Background: an optimization exercise with open tools, aiming at small area, a short achievable clock period and few clock cycles per item. Do not read the settings as production practice. In this exercise RTL edits were held to simulation tests only and were not proved equivalent to the original.

v17:
// sha384
module sha384 (
    input  wire         clk,
    input  wire         rst,            
    input  wire         in_valid,
    output wire         in_ready,
    input  wire [63:0]  in_data,        
    input  wire         in_first,       
    input  wire         in_last,        
    output wire [383:0] digest,         
    output reg          digest_valid
);
clock: 12.0 ns
lec_check: 0
cap_margin: 40
core_margin: 2
core_utilization: 40
slew_margin: 40
synth_memory_max_bits: 16384
standard.sh (not shown) runs the stock make flow with config.mk's settings and CLKGATE_MAP_FILE= SYNTH_SCRIPT=/design/flow/synth_recipe.tcl, a recipe that flattens the netlist after the stock synthesis.
==> flow/flow/run.sh <==
#!/bin/bash
set -euo pipefail
export SETUP_SLACK_MARGIN=${MARGIN:-7.5}
bash standard.sh > layout.log 2>&1
Testbench counts of v17, summed over its fixed seeds: cycles 191,696, blocks 2,396.
Relative to v17, the following input files were edited for v45:
==> flow/flow/run.sh <==
#!/bin/bash
set -euo pipefail
export SETUP_SLACK_MARGIN=${MARGIN:-6.5}
bash standard.sh > layout.log 2>&1
### Flow results
- Max freq v17 -> v45: improved
- When v45 is set beside v17, its worst max-slew margin expressed relative to the limit turns out to be 1.5 points larger.
- Across both runs, arrival time of data at the critical path endpoint was lower for v45 than for v17.
- Compared v45 vs v17, and overall routed net length is down in v45.
Inputs modified between v45 and v22:
- an added CTS_CLUSTER_SIZE of 24
- an added CTS_BUF_LIST of sky130_fd_sc_hd__clkbuf_8
Results
For total congestion overflow after global routing, v45 and v22 come out practically identical.
Comparing v45 and v22, the higher met3 capacity usage during global routing is on v22.
What v45 reported for number of clock buffers in the layout has to be multiplied by 1.5 to get the figure for v22.
v22: number of buffers and inverters on the critical path 3 above v45
As far as post-synthesis cell count goes, v45 and v22 are indistinguishable; the numbers are identical.
Looking at final critical path time including I/O delays and setup, v22 sits 0.10 ns higher than v45 does.
On total routing resource utilization after global routing, v45 and v22 are basically level.
Sequential share of layout area for v22: 0.24 points up relative to v45
Inputs modified between v22 and v49:
- removing CTS_CLUSTER_SIZE (formerly 24)
- removing CTS_BUF_LIST (formerly sky130_fd_sc_hd__clkbuf_8)
==> flow/flow/run.sh <==
#!/bin/bash
set -euo pipefail
export SETUP_SLACK_MARGIN=${MARGIN:-8.5}
bash standard.sh > layout.log 2>&1
## What came out
Lower sequential share of layout area goes to v49 over v22. v49 ended up with a higher routed wire length than v22 did. Final routed wire length divided by cell count went down slightly going from v22 to v49. Taking v49 as 1.0, v22 lands at 1.5 on final-layout clock buffer total. | design area | v49 vs v22 | worse |. Growth of design area from synthesis to finish for v49: 21 points up relative to v22. v49 has register-to-register slack below what v22 had.
> inputs changed (v49 -> v12)
==> flow/flow/run.sh <==
#!/bin/bash
set -euo pipefail
export SETUP_SLACK_MARGIN=${MARGIN:-6.0}
bash standard.sh > layout.log 2>&1
Findings:
Against v49, the final cell area of v12 is lower. Run comparison: v12 critical path capture point r[0][62]$_DFF_P_; v49 critical path capture point r[4][63]$_DFF_P_. Taking v49 as the reference point, the post-layout minimum cycle time of v12 rises by 0.12 ns. | post-route worst setup slack | v12 vs v49 | 0.12 ns lower |. Comparing post-cts gate resize count for v49 and v12, the smaller number came from v12. v12 against v49: total wirelength of the detailed-routed design decreased about 2%; number of buffers and inverters on the critical path down 3; data required time of the critical path went up by 0.04 ns; global-route met1 utilization now sits higher.
What v8 does differently from v12 at the input level:
==> flow/flow/run.sh <==
#!/bin/bash
set -euo pipefail
export SETUP_SLACK_MARGIN=${MARGIN:-7.0}
bash standard.sh > layout.log 2>&1
--- outcome ---
- First-iteration DRC count, v8 and v12, higher one = v12.
- [v8] shortest period the worst path allows fell 0.15 ns relative to v12
- Relative to v12, fraction of final layout cells with drive strength greater than 1 increased by 6.4 points in v8.
- The critical path buffer and inverter count reported for v8 is greater than that of v12 by 2.
- Arrival time reported for the critical path endpoint delta for v8 relative to v12: 0.17 ns lower
- Against v12, v8 reports a sequential share of layout area that is lower.
- v8: wire length of the first global-routing pass higher than v12
- Sort v8 and v12 by area added between synthesis and finish desc -> top: v8

========
run A:
Starting RTL as in the previous note.
clock: 12.0 ns
lec_check: 0
cap_margin: 40
core_margin: 2
core_utilization: 40
setup_slack_margin: 5
slew_margin: 40
synth_memory_max_bits: 16384
run.sh (not shown) runs the stock make flow with config.mk's settings and CLKGATE_MAP_FILE= SYNTH_SCRIPT=/design/flow/synth_recipe.tcl, a recipe that flattens the netlist after the stock synthesis.
Stock flow here: none of the scripts above is used.
Testbench counts of run A, summed over its fixed seeds: cycles 191,696, blocks 2,396.
The inputs of run B differ from those of run A as listed below.
Settings: changing CORE_UTILIZATION from 40 to 60; setting PLACE_DENSITY to 0.7 for the first time; removing SETUP_SLACK_MARGIN (formerly 5).
==> flow/flow/run.sh (new file) <==
#!/bin/bash
set -euo pipefail
export SETUP_SLACK_MARGIN=${MARGIN:-6.5}
bash standard.sh > layout.log 2>&1
==> flow/standard.sh (new file) <==
#!/bin/bash
# synth_recipe.tcl (not shown) runs the flow's synth.tcl, then flattens the netlist and writes it again
# the make line also repeats each setting of config.mk as NAME=value (left out here)
make -C /OpenROAD-flow-scripts/flow DESIGN_CONFIG=/design/flow/config.mk WORK_HOME=/design/flow/orfs CLKGATE_MAP_FILE= SYNTH_SCRIPT=/design/flow/synth_recipe.tcl "${@:-finish}"
removed: flow/run.sh
### Flow results
For run B, the flow was terminated by a tool error in global routing (5_1_grt) and produced no final design. Run B against run A; number of instances resized during post-cts repair is up by more than 100%. Summary of run B over run A: number of cells after detailed placement went down 1066; die width went down about 18%; count of flip-flops with a built-in enable after synthesis held; distinct cell type count of the synthesized netlist held; number of rows created at floorplan went down 34. Run B vs run A, setup fix buffers added after clock tree synthesis went up by 112. Between run B and run A, post-placement setup slack is lower for run A, run B comes in above that.
For run C, these inputs were changed with respect to run B:
Settings: CTS_BUF_LIST: unset -> sky130_fd_sc_hd__clkbuf_4; PLACE_DENSITY: 0.7 -> unset; CORE_UTILIZATION: 60 -> 40.
==> comparison <==
Run C reached the final stage; the timing, DRC and antenna checks on its layout passed. Relative to run B, run C degrades worst slack after detailed placement. Run B → run C: row count has increased, post-cts sizing count has increased. Changes observed in run C relative to run B: total clock buffers created by CTS rose by about 180%; cell count after synthesis saw little to no change.
[inputs] run D vs run C
Settings: a deleted CTS_BUF_LIST that had been sky130_fd_sc_hd__clkbuf_4; an added PLACE_DENSITY of 0.72.
## What came out
- Taking run C as the reference point, the fmax of run D falls by 0.86 MHz.
- Run D: PASS, flow complete, no timing, DRC or antenna violations
- Of run D and run C, run D shows the lower first-pass GRT wire length, with run C above it.
- Going from run C to run D, synthesis-to-finish area growth grows by 1.0 points.
- Of the two candidates, run C has the better setup slack of the critical path after layout and run D the worse one.
- Global-route usage (run D over run C): decrease, 0.46 points
- Endpoint of the most critical setup path: r[0][63] -> run D, r[0][56] -> run C
- Critical path depth ends up higher on run C.
- Compared with run C, run D shows design area that has gone up slightly.
#### Input delta (run E over run D)
Settings: a deleted PLACE_DENSITY that had been 0.72; a change of CAP_MARGIN from 40 to 20; a change of SLEW_MARGIN from 40 to 20.
In terms of post-route non-filler standard cell count, run E and run D differ only marginally.

========
sha384, a different RTL version from the one above (not shown whole).
Size in the first run: ~2100 flip-flops, roughly 460 I/O pins, roughly 96000 µm² of cells after synthesis.
==> flow/config.mk <==
export PLATFORM = sky130hd
export DESIGN_NAME = sha384
export DESIGN_NICKNAME = sha384
export VERILOG_FILES = /design/flow/design.v
export SDC_FILE = /design/flow/constraint.sdc
export NUM_CORES = 8
export LEC_CHECK = 0
export CAP_MARGIN = 40
export CORE_MARGIN = 2
export CORE_UTILIZATION = 45
export PLACE_DENSITY = 0.65
export SLEW_MARGIN = 40
export SYNTH_MEMORY_MAX_BITS = 16384
==> flow/constraint.sdc <==
create_clock -name core_clock -period 12.0 [get_ports {clk}]
set_input_delay 2.4000 -clock core_clock [delete_from_list [all_inputs] [get_ports {clk}]]
set_output_delay 2.4000 -clock core_clock [all_outputs]
set_load 0.01 [all_outputs]
standard.sh (not shown) runs the stock make flow with config.mk's settings and CLKGATE_MAP_FILE= SYNTH_SCRIPT=/design/flow/synth_recipe.tcl, a recipe that flattens the netlist after the stock synthesis.
==> flow/flow/run.sh <==
#!/bin/bash
set -euo pipefail
export SETUP_SLACK_MARGIN=${MARGIN:-6.2}
bash standard.sh > layout.log 2>&1
Testbench counts at the start, summed over its fixed seeds: cycles 191,696, blocks 2,396.
Next try:
==> flow/flow/run.sh (replaced) <==
#!/bin/bash
# The standard layout (the standard.sh) with timing repair aimed below the
# clock period (SETUP_SLACK_MARGIN ns of slack), and without the full-adder
# cells, so the carry-save trees are built from faster gates.
set -euo pipefail
export SETUP_SLACK_MARGIN=${MARGIN:-6.5}
export DONT_USE_CELLS="sky130_fd_sc_hd__fa_1 sky130_fd_sc_hd__fa_2 sky130_fd_sc_hd__fa_4"
bash standard.sh > layout.log 2>&1
--- a/flow/config.mk
+++ b/flow/config.mk
@@ -9,4 +9,3 @@
 export CORE_MARGIN = 2
-export CORE_UTILIZATION = 45
-export PLACE_DENSITY = 0.65
+export CORE_UTILIZATION = 40
 export SLEW_MARGIN = 40
Effect:
- die area increases by 12%
- setup slack improves by 0.14 ns
- clock skew hardly moves
Next try:
==> flow/flow/run.sh (replaced) <==
#!/bin/bash
set -euo pipefail
export SETUP_SLACK_MARGIN=${MARGIN:-6.2}
export REMOVE_ABC_BUFFERS=1
bash standard.sh > layout.log 2>&1
The changed run went through all stages and came out clean; cell area goes down by 3.9%; sequential share of layout area came out higher by 1.3 points; first-iteration DRC count went down by 8.3%; wire length is lower by 7.1%; synthesized area does not change; core utilization goes down by 2.0 points; via count falls by 3.7%; clock skew came out lower by 0.0076 ns.
Next try:
==> flow/flow/run.sh (replaced) <==
#!/bin/bash
set -euo pipefail
export SETUP_SLACK_MARGIN=${MARGIN:-6.8}
bash standard.sh > layout.log 2>&1
Sequential share of layout area drops by 2.0 points; sequential cell count stays the same; first-iteration DRC count climbs by 16%; routed wire length climbs by 7.3%; worst setup slack is better by 0.043 ns; die area is unchanged; clock-buffer cell count climbs by 22; global-route usage climbs by 2.3 points; worst hold slack is worse by 0.013 ns.
Next try:
==> flow/flow/run.sh (replaced) <==
#!/bin/bash
set -euo pipefail
export SETUP_SLACK_MARGIN=${MARGIN:-6.2}
bash standard.sh > layout.log 2>&1
--- a/flow/config.mk
+++ b/flow/config.mk
@@ -10,2 +10,4 @@
 export CORE_UTILIZATION = 40
+export CTS_BUF_LIST = sky130_fd_sc_hd__clkbuf_8
+export CTS_CLUSTER_SIZE = 24
 export SLEW_MARGIN = 40
Outcome:
- The changed run completed with no timing, DRC or antenna violations
- worst hold slack gets worse by 0.044 ns
- critical path depth stays the same
- worst setup slack gets worse by 0.11 ns
- register-to-register slack gets worse by 0.11 ns
- clock-buffer cell count came out higher by 148
- die area stays the same
- core utilization drops by 2.6 points
- final cell count hardly moves
- global-route usage decreases by 0.66 points
- wire length fell by about 1.1%

========
sha384 again, from the RTL that the note above started with.
export LEC_CHECK = 0
export CAP_MARGIN = 40
export CORE_MARGIN = 2
export CORE_UTILIZATION = 40
export CTS_CLUSTER_SIZE = 32
export SLEW_MARGIN = 40
export SYNTH_MEMORY_MAX_BITS = 16384
create_clock -name core_clock -period 12.0 [get_ports {clk}]
==> flow/flow/run.sh <==
#!/bin/bash
set -euo pipefail
export SETUP_SLACK_MARGIN=${MARGIN:-6.2}
bash standard.sh > layout.log 2>&1
The first run finished with timing, DRC and antenna clean.
Testbench counts at the start, summed over its fixed seeds: cycles 191,696, blocks 2,396.
Then changed:
==> flow/run.sh (new file) <==
#!/bin/bash
# synth_recipe.tcl (not shown) runs the flow's synth.tcl, then flattens the netlist and writes it again
# the make line also repeats each setting of config.mk as NAME=value (left out here)
make -C /OpenROAD-flow-scripts/flow DESIGN_CONFIG=/design/flow/config.mk WORK_HOME=/design/flow/orfs CLKGATE_MAP_FILE= SYNTH_SCRIPT=/design/flow/synth_recipe.tcl finish
CTS_CLUSTER_SIZE = unset   (was 32)
SETUP_SLACK_MARGIN = 3   (was unset)
removed: flow/flow/run.sh
removed: flow/standard.sh
Global-route usage falls by 0.28 points.
Worst hold slack gets worse by 0.072 ns.
First-iteration DRC count falls by 1.2%.
Flip-flop and latch count stays the same.
Wire length falls by 2.1%.
Cell area falls by 4.0%.
Clock skew rises by 0.036 ns.
Non-clock buffer count falls by 127.
Worst setup slack gets worse by 2.2 ns.
Then changed:
==> flow/flow/run.sh (new file) <==
#!/bin/bash
set -euo pipefail
export SETUP_SLACK_MARGIN=${MARGIN:-6.2}
bash standard.sh > layout.log 2>&1
==> flow/standard.sh (new file) <==
#!/bin/bash
# synth_recipe.tcl (not shown) runs the flow's synth.tcl, then flattens the netlist and writes it again
# the make line also repeats each setting of config.mk as NAME=value (left out here)
make -C /OpenROAD-flow-scripts/flow DESIGN_CONFIG=/design/flow/config.mk WORK_HOME=/design/flow/orfs CLKGATE_MAP_FILE= SYNTH_SCRIPT=/design/flow/synth_recipe.tcl "${@:-finish}"
SETUP_SLACK_MARGIN = unset   (was 3)
removed: flow/run.sh
Result:
- The new run ran to the end with no violations
- routed wire length increases by a few percent
- final area increases by a few percent
- worst hold slack gets better by 0.072 ns
- worst setup slack is better by 2.2 ns
- first-iteration DRC count goes up slightly
- sequential cell count stays the same
- clock skew decreases by 0.036 ns
- die area stays the same
Then changed:
CORE_UTILIZATION = 50   (was 40)
What happened: Synthesized cell count stays the same; critical path depth rose by 5; setup slack is worse by 0.068 ns; via count rose by about 2.8%; wire length came out lower by 1.0%; sequential cell count does not change.
Then changed:
==> flow/run.sh (new file) <==
#!/bin/bash
# synth_recipe.tcl (not shown) runs the flow's synth.tcl, then flattens the netlist and writes it again
# the make line also repeats each setting of config.mk as NAME=value (left out here)
make -C /OpenROAD-flow-scripts/flow DESIGN_CONFIG=/design/flow/config.mk WORK_HOME=/design/flow/orfs CLKGATE_MAP_FILE= SYNTH_SCRIPT=/design/flow/synth_recipe.tcl finish
CORE_UTILIZATION = 40   (was 50)
SETUP_SLACK_MARGIN = 5   (was unset)
removed: flow/flow/run.sh
removed: flow/standard.sh
What happened:
- The new run completed with no timing, DRC or antenna violations
- non-clock buffer count fell by 131
- die area rose by a quarter to a third
- synthesized area stays the same
- cell area fell by a few percent
- global-route usage fell by 8.3 points
- setup slack loses 1.1 ns
- utilization fell by 14 points
- routed wire length fell slightly

========
Starting RTL as in the previous note.
## sha384
module sha384 (
    input  wire         clk,
    input  wire         rst,            
    input  wire         in_valid,
    output wire         in_ready,
    input  wire [63:0]  in_data,        
    input  wire         in_first,       
    input  wire         in_last,        
    output wire [383:0] digest,         
    output reg          digest_valid
);
    localparam [63:0] IV0 = 64'hcbbb9d5dc1059ed8;
    localparam [63:0] IV1 = 64'h629a292a367cd507;
    localparam [63:0] IV2 = 64'h9159015a3070dd17;
    localparam [63:0] IV3 = 64'h152fecd8f70e5939;
    localparam [63:0] IV4 = 64'h67332667ffc00b31;
    localparam [63:0] IV5 = 64'h8eb44a8768581511;
    localparam [63:0] IV6 = 64'hdb0c2e0d64f98fa7;
    localparam [63:0] IV7 = 64'h47b5481dbefa4fa4;
    reg  [3:0]  ph;           
    reg  [4:0]  wc;           
    reg         ld_first, ld_last;
    reg         run;          
    reg  [6:0]  rc;           
    reg         run_first, run_last;
    reg         q77, q78, q79;    
    wire fin = q77 | q78 | q79;   
    wire [4:0] wc_base = q78 ? 5'd0 : wc;    
    assign in_ready = !wc_base[4] && (ph == wc_base[3:0]);
    wire accept = in_valid && in_ready;
    wire start = (ph == 4'd1) && (rc == 7'd79) && (wc != 5'd0);
    wire abort = run && (rc <= 7'd14) && ({2'b00, wc} < rc + 7'd2);
    wire sched = run && (rc >= 7'd14) && (rc <= 7'd77) && wc[4];
    always @(posedge clk) begin
        if (rst) begin
            ph           <= 4'd0;
            wc           <= 5'd0;
            run          <= 1'b0;
            rc           <= 7'd79;
            q77          <= 1'b0;
            q78          <= 1'b0;
  ...
export LEC_CHECK = 0
export CAP_MARGIN = 40
export CORE_MARGIN = 2
export CORE_UTILIZATION = 40
export SLEW_MARGIN = 40
export SYNTH_MEMORY_MAX_BITS = 16384
create_clock -name core_clock -period 12.0 [get_ports {clk}]
==> flow/flow/run.sh <==
#!/bin/bash
set -euo pipefail
export SETUP_SLACK_MARGIN=${MARGIN:-6.5}
bash standard.sh > layout.log 2>&1
Testbench counts at the start, summed over its fixed seeds: cycles 191,696, blocks 2,396.
Edit:
--- a/flow/config.mk
+++ b/flow/config.mk
@@ -12,0 +13 @@
+export TNS_END_PERCENT = 10
The changed run finished with timing, DRC and antenna clean.
Maximum frequency came out lower by 1.4%.
Worst setup slack degrades by 81 ps.
Non-clock buffer count came out lower by 42.
Via count came out lower by about 1.1%.
Utilization came out lower by 0.70 points.
Hold slack hardly moves.
Clock-buffer cell count stays the same.
Synthesized cell count does not change.
First-iteration DRC count came out lower by 5.3%.
Edit:
==> flow/flow/run.sh (replaced) <==
#!/bin/bash
# The standard layout (the standard.sh) with timing repair aimed below the
# clock period (SETUP_SLACK_MARGIN ns of slack), and with the full-adder cells
# added to the platform's don't-use list, so the carry-save trees are built
# from faster gates.
set -euo pipefail
export SETUP_SLACK_MARGIN=${MARGIN:-6.5}
DONT_USE="sky130_fd_sc_hd__probe_p_8 sky130_fd_sc_hd__probec_p_8 sky130_fd_sc_hd__lpflow_bleeder_1 sky130_fd_sc_hd__lpflow_clkbufkapwr_1 sky130_fd_sc_hd__lpflow_clkbufkapwr_16 sky130_fd_sc_hd__lpflow_clkbufkapwr_2 sky130_fd_sc_hd__lpflow_clkbufkapwr_4 sky130_fd_sc_hd__lpflow_clkbufkapwr_8 sky130_fd_sc_hd__lpflow_clkinvkapwr_1 sky130_fd_sc_hd__lpflow_clkinvkapwr_16 sky130_fd_sc_hd__lpflow_clkinvkapwr_2 sky130_fd_sc_hd__lpflow_clkinvkapwr_4 sky130_fd_sc_hd__lpflow_clkinvkapwr_8 sky130_fd_sc_hd__lpflow_decapkapwr_12 sky130_fd_sc_hd__lpflow_decapkapwr_3 sky130_fd_sc_hd__lpflow_decapkapwr_4 sky130_fd_sc_hd__lpflow_decapkapwr_6 sky130_fd_sc_hd__lpflow_decapkapwr_8 sky130_fd_sc_hd__lpflow_inputiso0n_1 sky130_fd_sc_hd__lpflow_inputiso0p_1 sky130_fd_sc_hd__lpflow_inputiso1n_1 sky130_fd_sc_hd__lpflow_inputiso1p_1 sky130_fd_sc_hd__lpflow_inputisolatch_1 sky130_fd_sc_hd__lpflow_isobufsrc_1 sky130_fd_sc_hd__lpflow_isobufsrc_16 sky130_fd_sc_hd__lpflow_isobufsrc_2 sky130_fd_sc_hd__lpflow_isobufsrc_4 sky130_fd_sc_hd__lpflow_isobufsrc_8 sky130_fd_sc_hd__lpflow_isobufsrckapwr_16 sky130_fd_sc_hd__lpflow_lsbuf_lh_hl_isowell_tap_1 sky130_fd_sc_hd__lpflow_lsbuf_lh_hl_isowell_tap_2 sky130_fd_sc_hd__lpflow_lsbuf_lh_hl_isowell_tap_4 sky130_fd_sc_hd__lpflow_lsbuf_lh_isowell_4 sky130_fd_sc_hd__lpflow_lsbuf_lh_isowell_tap_1 sky130_fd_sc_hd__lpflow_lsbuf_lh_isowell_tap_2 sky130_fd_sc_hd__lpflow_lsbuf_lh_isowell_tap_4 sky130_fd_sc_hd__fa_1 sky130_fd_sc_hd__fa_2 sky130_fd_sc_hd__fa_4"
bash standard.sh DONT_USE_CELLS="$DONT_USE" finish > layout.log 2>&1
--- a/flow/config.mk
+++ b/flow/config.mk
@@ -13 +12,0 @@
-export TNS_END_PERCENT = 10
Result: The new run passed the timing, DRC and antenna checks; design area went up by a few percent; wire length went up by a few percent; setup slack degrades by 4.9 ps; die area went up by a few percent; global-route usage went down by 0.73 points; via count went up by roughly a tenth; synthesized area went up by a few percent.

[port drivers added, routing unchanged]
In the flow no input, the clock included, has a driving cell. The finished layouts below were timed again as built, in two steps.
Step 1 sets driving cells, clkbuf_16 on the clock port and buf_2 on the other inputs (assumed; they add their load-dependent delay and slew).
Step 2, shift: input delay + t, output delay - t, t = (earliest + latest rising clock arrival at the registers) / 2. This alone moves slack from input paths to output paths.
Three values: no drivers, after step 1, after step 2; two values: the first two.
run | shift t [ns] | setup WS [ns] | worst setup path at the end | worst slew at a driven data input, ns
v17 | 0.998 | 5.974 / 5.974 / 5.974 | register to register | 0.05
v45 | 0.981 | 6.141 / 6.141 / 6.141 | register to register | 0.05
v22 | 1.153 | 6.038 / 6.038 / 6.038 | register to register | 0.05
v49 | 1.004 | 6.019 / 6.019 / 6.019 | register to register | 0.05
v12 | 0.998 | 5.897 / 5.897 / 5.897 | register to register | 0.05
v8 | 0.991 | 6.046 / 6.046 / 6.046 | register to register | 0.05
run A | 0.994 | 5.086 / 5.086 / 5.086 | register to register | 0.05
run C | 1.488 | 6.043 / 6.043 / 6.043 | register to register | 0.05
run D | 0.963 | 6.013 / 6.013 / 6.013 | register to register | 0.05
run E | 0.979 | 6.101 / 6.101 / 5.905 | input to register | 0.05
the first run of note 3 | 0.980 | 6.148 / 6.148 / 6.148 | register to register | 0.07
the second run of note 3 | 0.982 | 6.285 / 6.285 / 6.285 | register to register | 0.11
the third run of note 3 | 0.962 | 6.183 / 6.183 / 6.183 | register to register | 0.07
the fourth run of note 3 | 0.979 | 6.227 / 6.227 / 6.227 | register to register | 0.09
the fifth run of note 3 | 1.183 | 6.120 / 6.120 / 6.120 | register to register | 0.08
the first run of note 4 | 0.986 | 6.150 / 6.150 / 6.150 | register to register | 0.08
the second run of note 4 | 0.966 | 3.912 / 3.912 / 3.912 | register to register | 0.11
the third run of note 4 | 0.986 | 6.150 / 6.150 / 6.150 | register to register | 0.08
the fourth run of note 4 | 0.984 | 6.082 / 6.082 / 6.082 | register to register | 0.11
the fifth run of note 4 | 0.958 | 5.024 / 5.024 / 5.024 | register to register | 0.10
the first run of note 5 | 0.982 | 6.285 / 6.285 / 6.285 | register to register | 0.11
the second run of note 5 | 0.985 | 6.205 / 6.205 / 6.205 | register to register | 0.10
the third run of note 5 | 0.970 | 6.200 / 6.200 / 6.200 | register to register | 0.14
After both steps setup and hold are still met in every run listed. The setup slack of run E, which loses most, moves by 0.000 ns with the drivers and by -0.196 ns with both steps.
